Background: an optimization exercise with open tools, aiming at small area and a short achievable clock period. Do not read the settings as production practice. Function was checked by simulation only, so behaviour that the tests miss may differ from the original. Power figures rest on the tool's default switching activity, not on a simulated workload.

Design psimir_vmac_lane, start of the top module:
module psimir_vmac_lane (
    input  wire        clk,
    input  wire        rst,
    input  wire        in_valid,
    input  wire [2:0]  in_fn,
    input  wire [2:0]  in_t,
    input  wire        in_s,
    input  wire [31:0] in_a,
    input  wire [31:0] in_b,
    input  wire [63:0] in_acc,
    output reg         out_valid,
    output reg  [63:0] out_res,
    output reg         out_sat
);
    reg q1_0;
    reg q1_1;
    reg q1_2;
    reg q1_3;
    reg q1_4;
    reg q1_5;
    reg q1_6;
    reg q1_7;
    reg q1_8;
    reg q1_9;
    reg q1_10;
    reg q1_11;
    reg q1_12;
    reg q1_13;
    reg q1_14;
    reg q1_15;
    reg q1_16;
    reg q1_17;
    reg q1_18;
    reg q1_19;
    reg q1_20;
    reg q1_21;
    reg q1_22;
    reg q1_23;
    reg q1_24;
    reg q1_25;
    reg q1_26;
    reg q1_27;
    reg q1_28;
    reg q1_29;
    reg q1_30;
    reg q1_31;
    reg q1_32;
    reg q1_33;
    reg q1_34;
    reg q1_35;
    reg q1_36;
    reg q1_37;
    reg q1_38;
    reg q1_39;
    reg q1_40;
    reg q1_41;
    reg q1_42;
    reg q2_43;
    reg q2_44;
    reg q2_45;
    reg q2_46;
    reg q2_47;
    reg q3_48;
    reg q3_49;
    reg q3_50;
    wire i_c = in_fn[2];
    wire i_b = ~in_fn[2] & ~in_t[1] & ~in_t[0];
    wire i_h = ~in_fn[2] & in_t[0];
    wire i_w = ~in_fn[2] & in_t[1];
    wire i_jw = in_fn[2] & in_fn[1];
    wire [32:0] yb = {in_b, 1'b0};
    wire bm0 = yb[0];
    wire b0_0 = yb[1], b1_0 = yb[2];
    wire e_one0 = b0_0 ^ bm0;
    wire e_two0 = (b1_0 & ~b0_0 & ~bm0) | (~b1_0 & b0_0 & bm0);
    wire e_nA0 = b1_0;
    wire bm1 = yb[2];
  ...
Settings: LEC_CHECK=0, ABC_AREA=1, CAP_MARGIN=20, CORE_MARGIN=5, CORE_UTILIZATION=45, CTS_CLUSTER_DIAMETER=100, CTS_CLUSTER_SIZE=20, SLEW_MARGIN=20; clock period 9.5 ns.
standard.sh (not shown) runs the stock make flow with config.mk's settings and CLKGATE_MAP_FILE= SYNTH_SCRIPT=/design/flow/synth_recipe.tcl, a recipe that flattens the netlist after the stock synthesis.
==> flow/flow/run.sh <==
#!/bin/bash
set -euo pipefail
MARGIN=$(cat flow/margin.txt)
R=orfs/results/sky130hd/psimir_vmac_lane/base
bash standard.sh SETUP_SLACK_MARGIN=$MARGIN synth > make_synth.log 2>&1
cp $R/1_2_yosys.v $R/1_2_yosys_std.v
python3 flow/polarity.py $R/1_2_yosys_std.v $R/1_2_yosys.v > polarity.log 2>&1
rm -f $R/1_synth.odb $R/1_synth.sdc
bash standard.sh SETUP_SLACK_MARGIN=$MARGIN finish > make_flow.log 2>&1
Other scripts of this flow, unchanged in this note and not shown: flow/flow/margin.txt, flow/flow/polarity.py
Rerun with:
- CTS_CLUSTER_DIAMETER: 100 -> 120
- CTS_CLUSTER_SIZE: 20 -> 24
The changed run completed with no timing, DRC or antenna violations.
Power falls by 1.3%.
Wire length fell by 0.37%.
Sequential share of layout area is higher by 0.12 points.
Maximum frequency rose by 0.33%.
Worst setup slack improved by 0.012 ns.
Count of clock-buffer cells in the layout falls by 7.
Register-to-register slack hardly moves.

========
Setup of run a:
Starting RTL as in the previous note.
export LEC_CHECK = 0
export ABC_AREA = 1
export CAP_MARGIN = 20
export CORE_MARGIN = 5
export CORE_UTILIZATION = 45
export SLEW_MARGIN = 20
create_clock -name core_clock -period 9.5 [get_ports {clk}]
Scripts as last shown in full above: flow/flow/run.sh
Other scripts of this flow, unchanged in this note and not shown: flow/flow/margin.txt, flow/flow/polarity.py
The following lists how run b was set up differently from run a:
- putting CTS_CLUSTER_DIAMETER at 100 where nothing was set
- swapping 45 for 50 in CORE_UTILIZATION
- putting CTS_CLUSTER_SIZE at 20 where nothing was set
### Flow results
Per the comparison of run b with run a, non-filler instance count after layout has decreased; hold-fix buffer count after cts has remained practically unchanged; count of clock-buffer cells in the layout decreased by 49% relative to the old numbers.
Run b vs. run a: clock network area share lower, aggregate global-route resource usage higher.
Slew at the pin closest to its max-slew limit, run a and run b, lower one = run b.
Looking only at number of instances resized during post-cts repair, and setting everything else aside, the higher value of run a and run b goes to run a.
When the final numbers for run a and run b were put side by side, the register share of the cell area turned out to be smaller in run a.
On run b: overall power of the completed layout is 570 uW lower than what run a gave.
Run b vs run a — routed wire length dropped 0.84%.

## afterwards: timing with drivers on the ports
The results above use ideal ports. As a check the final layouts listed here were re-extracted and re-timed, cells and wires unchanged. Step 1 sets driving cells, clkbuf_16 on the clock port and buf_2 on the other inputs (assumed; they add their load-dependent delay and slew). Step 2 times the ports against the registers' clock, not the clock port: input delays grow and output delays shrink by t, the midpoint of the rising clock arrivals with the driver on. Three values: ideal ports, drivers, drivers and shift; two values: the first two.
run | shift t [ns] | setup slack, ns | worst register clock-pin slew, ns
the first run of note 1 | 0.772 | 5.954 / 5.954 / 5.355 | 0.10 / 0.10
the second run of note 1 | 0.762 | 5.966 / 5.966 / 5.346 | 0.11 / 0.11
run a | 0.791 | 5.965 / 5.961 / 5.334 | 0.07 / 0.07
run b | 0.754 | 5.936 / 5.936 / 5.388 | 0.10 / 0.10
After both steps every run listed still meets setup and hold. The setup slack of run a, which loses most, moves by -0.004 ns with the drivers and by -0.631 ns with both steps.
